From an optimization exercise on the open Yosys and OpenROAD flow, aimed at small area and a short achievable clock period; shortcuts taken in it are not production practice. Function was checked by simulation only, so behaviour that the tests miss may differ from the original. The clock port is modelled as an ideal driver, which makes a skipped or thinned clock tree look cheaper than it is; a real chip needs a root buffer or a tree.

// line_decoder
module line_decoder (
    input  wire         clk,
    input  wire         rst,
    input  wire         in_valid,
    input  wire [144:0] in_code,
    output reg          out_valid,
    output reg  [127:0] out_data,
    output reg  [16:0]  out_check,
    output reg  [1:0]   out_status
);
==> flow/config.mk <==
export PLATFORM = sky130hd
export DESIGN_NAME = line_decoder
export DESIGN_NICKNAME = line_decoder
export VERILOG_FILES = /design/flow/design.v
export SDC_FILE = /design/flow/constraint.sdc
export NUM_CORES = 4
export LEC_CHECK = 0
export CAP_MARGIN = 10
export CORE_MARGIN = 2
export CORE_UTILIZATION = 72
export CTS_BUF_LIST = sky130_fd_sc_hd__clkbuf_8
export CTS_CLUSTER_DIAMETER = 60
export CTS_CLUSTER_SIZE = 16
export SLEW_MARGIN = 10
export SYNTH_HIERARCHICAL = 1
==> flow/constraint.sdc <==
create_clock -name core_clock -period 40.0 [get_ports {clk}]
set_input_delay 8.0000 -clock core_clock [delete_from_list [all_inputs] [get_ports {clk}]]
set_output_delay 8.0000 -clock core_clock [all_outputs]
set_load 0.01 [all_outputs]
standard.sh (not shown) runs the stock make flow with config.mk's settings and CLKGATE_MAP_FILE= SYNTH_SCRIPT=/design/flow/synth_recipe.tcl, a recipe that flattens the netlist after the stock synthesis.
==> flow/flow/run.sh <==
#!/bin/bash
# Standard ORFS layout (the standard.sh) with two changes:
#  - port buffers use the smallest plain buffer (buf_1) instead of the default delay cell;
#  - clock tree synthesis without dummy load cells.
set -euo pipefail
bash standard.sh \
  "BUFFER_PORTS_ARGS=-buffer_cell sky130_fd_sc_hd__buf_1" \
  "CTS_ARGS=-sink_clustering_enable -repair_clock_nets -dont_use_dummy_load -sink_clustering_size 16 -sink_clustering_max_diameter 60 -buf_list sky130_fd_sc_hd__clkbuf_8" \
  finish > standard.log 2>&1
Edit:
--- a/flow/config.mk
+++ b/flow/config.mk
@@ -10 +10 @@
-export CORE_UTILIZATION = 72
+export CORE_UTILIZATION = 55
The new run completed without violations; clock skew fell by 0.0069 ns; sequential share of layout area decreases by 0.31 points; area after synthesis is unchanged; routed wire length is lower by 7.4%; critical path depth drops by 24; global-route usage went down by 14 points; die area increases by 30%; register-to-register slack gains 0.94 ns.
Edit:
--- a/flow/config.mk
+++ b/flow/config.mk
@@ -10 +10 @@
-export CORE_UTILIZATION = 55
+export CORE_UTILIZATION = 65
Hold slack degrades by 0.023 ns.
Clock skew decreases by 0.014 ns.
Synthesized area is unchanged.
Final cell count decreases by a few percent.
Critical path depth does not change.

========
## run 1
line_decoder, a different RTL version from the one above (not shown whole).
For scale: about 1,900 cells after synthesis, ~460 flip-flops, about 300 I/O pins, about 20,000 um2 of cells after synthesis.
export LEC_CHECK = 0
export CAP_MARGIN = 10
export CORE_MARGIN = 2
export CORE_UTILIZATION = 65
export CTS_BUF_LIST = sky130_fd_sc_hd__clkbuf_8
export CTS_CLUSTER_DIAMETER = 60
export CTS_CLUSTER_SIZE = 16
export SLEW_MARGIN = 10
export SYNTH_HIERARCHICAL = 1
create_clock -name core_clock -period 40.0 [get_ports {clk}]
==> flow/flow/run.sh <==
#!/bin/bash
# Standard ORFS layout (the standard.sh) with two changes:
#  - port buffers use the smallest plain buffer (buf_1) instead of the default delay cell;
#  - clock tree synthesis without dummy load cells.
set -euo pipefail
bash standard.sh \
  "BUFFER_PORTS_ARGS=-buffer_cell sky130_fd_sc_hd__buf_1" \
  "CTS_ARGS=-sink_clustering_enable -repair_clock_nets -dont_use_dummy_load -sink_clustering_size 16 -sink_clustering_max_diameter 60 -root_buf sky130_fd_sc_hd__clkbuf_16 -buf_list sky130_fd_sc_hd__clkbuf_16 -sink_clustering_buffer sky130_fd_sc_hd__clkbuf_8" \
  finish > standard.log 2>&1
> inputs changed (run 1 -> run 2)
# run 1
export LEC_CHECK = 0
export CAP_MARGIN = 10
export CORE_MARGIN = 2
export CORE_UTILIZATION = 65
export CTS_BUF_LIST = sky130_fd_sc_hd__clkbuf_8
export CTS_CLUSTER_DIAMETER = 60
export CTS_CLUSTER_SIZE = 16
export SLEW_MARGIN = 10
export SYNTH_HIERARCHICAL = 1
create_clock -name core_clock -period 40.0 [get_ports {clk}]
# run 2
export LEC_CHECK = 0
export CAP_MARGIN = 10
export CORE_MARGIN = 2
export CORE_UTILIZATION = 65
export CTS_BUF_LIST = sky130_fd_sc_hd__clkbuf_8
export CTS_CLUSTER_DIAMETER = 60
export CTS_CLUSTER_SIZE = 20
export SLEW_MARGIN = 10
export SYNTH_HIERARCHICAL = 1
create_clock -name core_clock -period 40.0 [get_ports {clk}]
==> flow/flow/run.sh <==
#!/bin/bash
# Standard ORFS layout (the standard.sh) with these changes:
#  - port buffers use the smallest plain buffer (buf_1) instead of the default delay cell;
#  - clock tree: clkbuf_16 for the upper levels, clkbuf_8 leaf buffers, no dummy loads;
set -euo pipefail
ARGS=(
  "BUFFER_PORTS_ARGS=-buffer_cell sky130_fd_sc_hd__buf_1"
  "CTS_ARGS=-sink_clustering_enable -repair_clock_nets -dont_use_dummy_load -sink_clustering_size 20 -sink_clustering_max_diameter 60 -root_buf sky130_fd_sc_hd__clkbuf_16 -buf_list sky130_fd_sc_hd__clkbuf_16 -sink_clustering_buffer sky130_fd_sc_hd__clkbuf_8"
)
bash standard.sh "${ARGS[@]}" cts > standard_cts.log 2>&1
RR_ODB="$PWD/orfs/results/$FLOW_PLATFORM/line_decoder/base/4_cts.odb" \
  openroad -no_init -exit flow/remove_root.tcl > remove_root.log 2>&1
bash standard.sh "${ARGS[@]}" finish > standard.log 2>&1
==> flow/flow/remove_root.tcl (new file) <==
set odb $::env(RR_ODB)
read_db $odb
set block [ord::get_db_block]
set inst [$block findInst clkbuf_0_clk]
if {$inst == "NULL"} { puts "remove_root: no root buffer, unchanged"; exit 0 }
set a [$inst findITerm A]
set x [$inst findITerm X]
set in_net [$a getNet]
set out_net [$x getNet]
set loads {}
foreach it [$out_net getITerms] { if {[$it getId] != [$x getId]} { lappend loads $it } }
set other 0
foreach it [$in_net getITerms] { if {[$it getId] != [$a getId]} { incr other } }
if {[llength $loads] + $other > 4 || [llength [$out_net getBTerms]] > 0 || [llength [$in_net getBTerms]] != 1} {
  puts "remove_root: port would feed [expr {[llength $loads] + $other}] pins, unchanged"
  exit 0
}
foreach it $loads { $it disconnect; $it connect $in_net }
$a disconnect
$x disconnect
odb::dbInst_destroy $inst
odb::dbNet_destroy $out_net
puts "remove_root: clock port now drives [llength [$in_net getITerms]] pins"
write_db $odb
Results
Wire: run 2 routes less than run 1. Relative to run 1, the per-cell routed wire length of run 2 is lower by 0.11 um. For first-pass GRT wire length, run 1 and run 2 come out practically identical.

what the ideal ports hide:
The flow's constraints put no driver on any port. The routed layouts listed below were extracted and timed again, unchanged, in two steps.
Step 1 assumes that a clkbuf_16 drives the clock port and a buf_2 every other input.
Step 2, shift: input delay + t, output delay - t, t = (earliest + latest rising clock arrival at the registers) / 2. This alone moves slack from input paths to output paths.
a / b / c = no drivers / after step 1 / after step 2; a / b = the first two.
run | shift t [ns] | slack for setup (ns) | clock arrival spread, ns
the first run of note 1 | 0.612 | 30.814 / 30.804 / 30.814 | 0.098 / 0.098
the second run of note 1 | 0.653 | 30.854 / 30.802 / 31.455 | 0.106 / 0.106
the third run of note 1 | 0.600 | 30.904 / 30.852 / 31.452 | 0.075 / 0.075
run 1 | 0.544 | 30.962 / 30.908 / 31.452 | 0.079 / 0.080
run 2 | 0.470 | 31.057 / 30.989 / 31.459 | 0.045 / 0.046
After both steps every run listed still meets setup and hold.
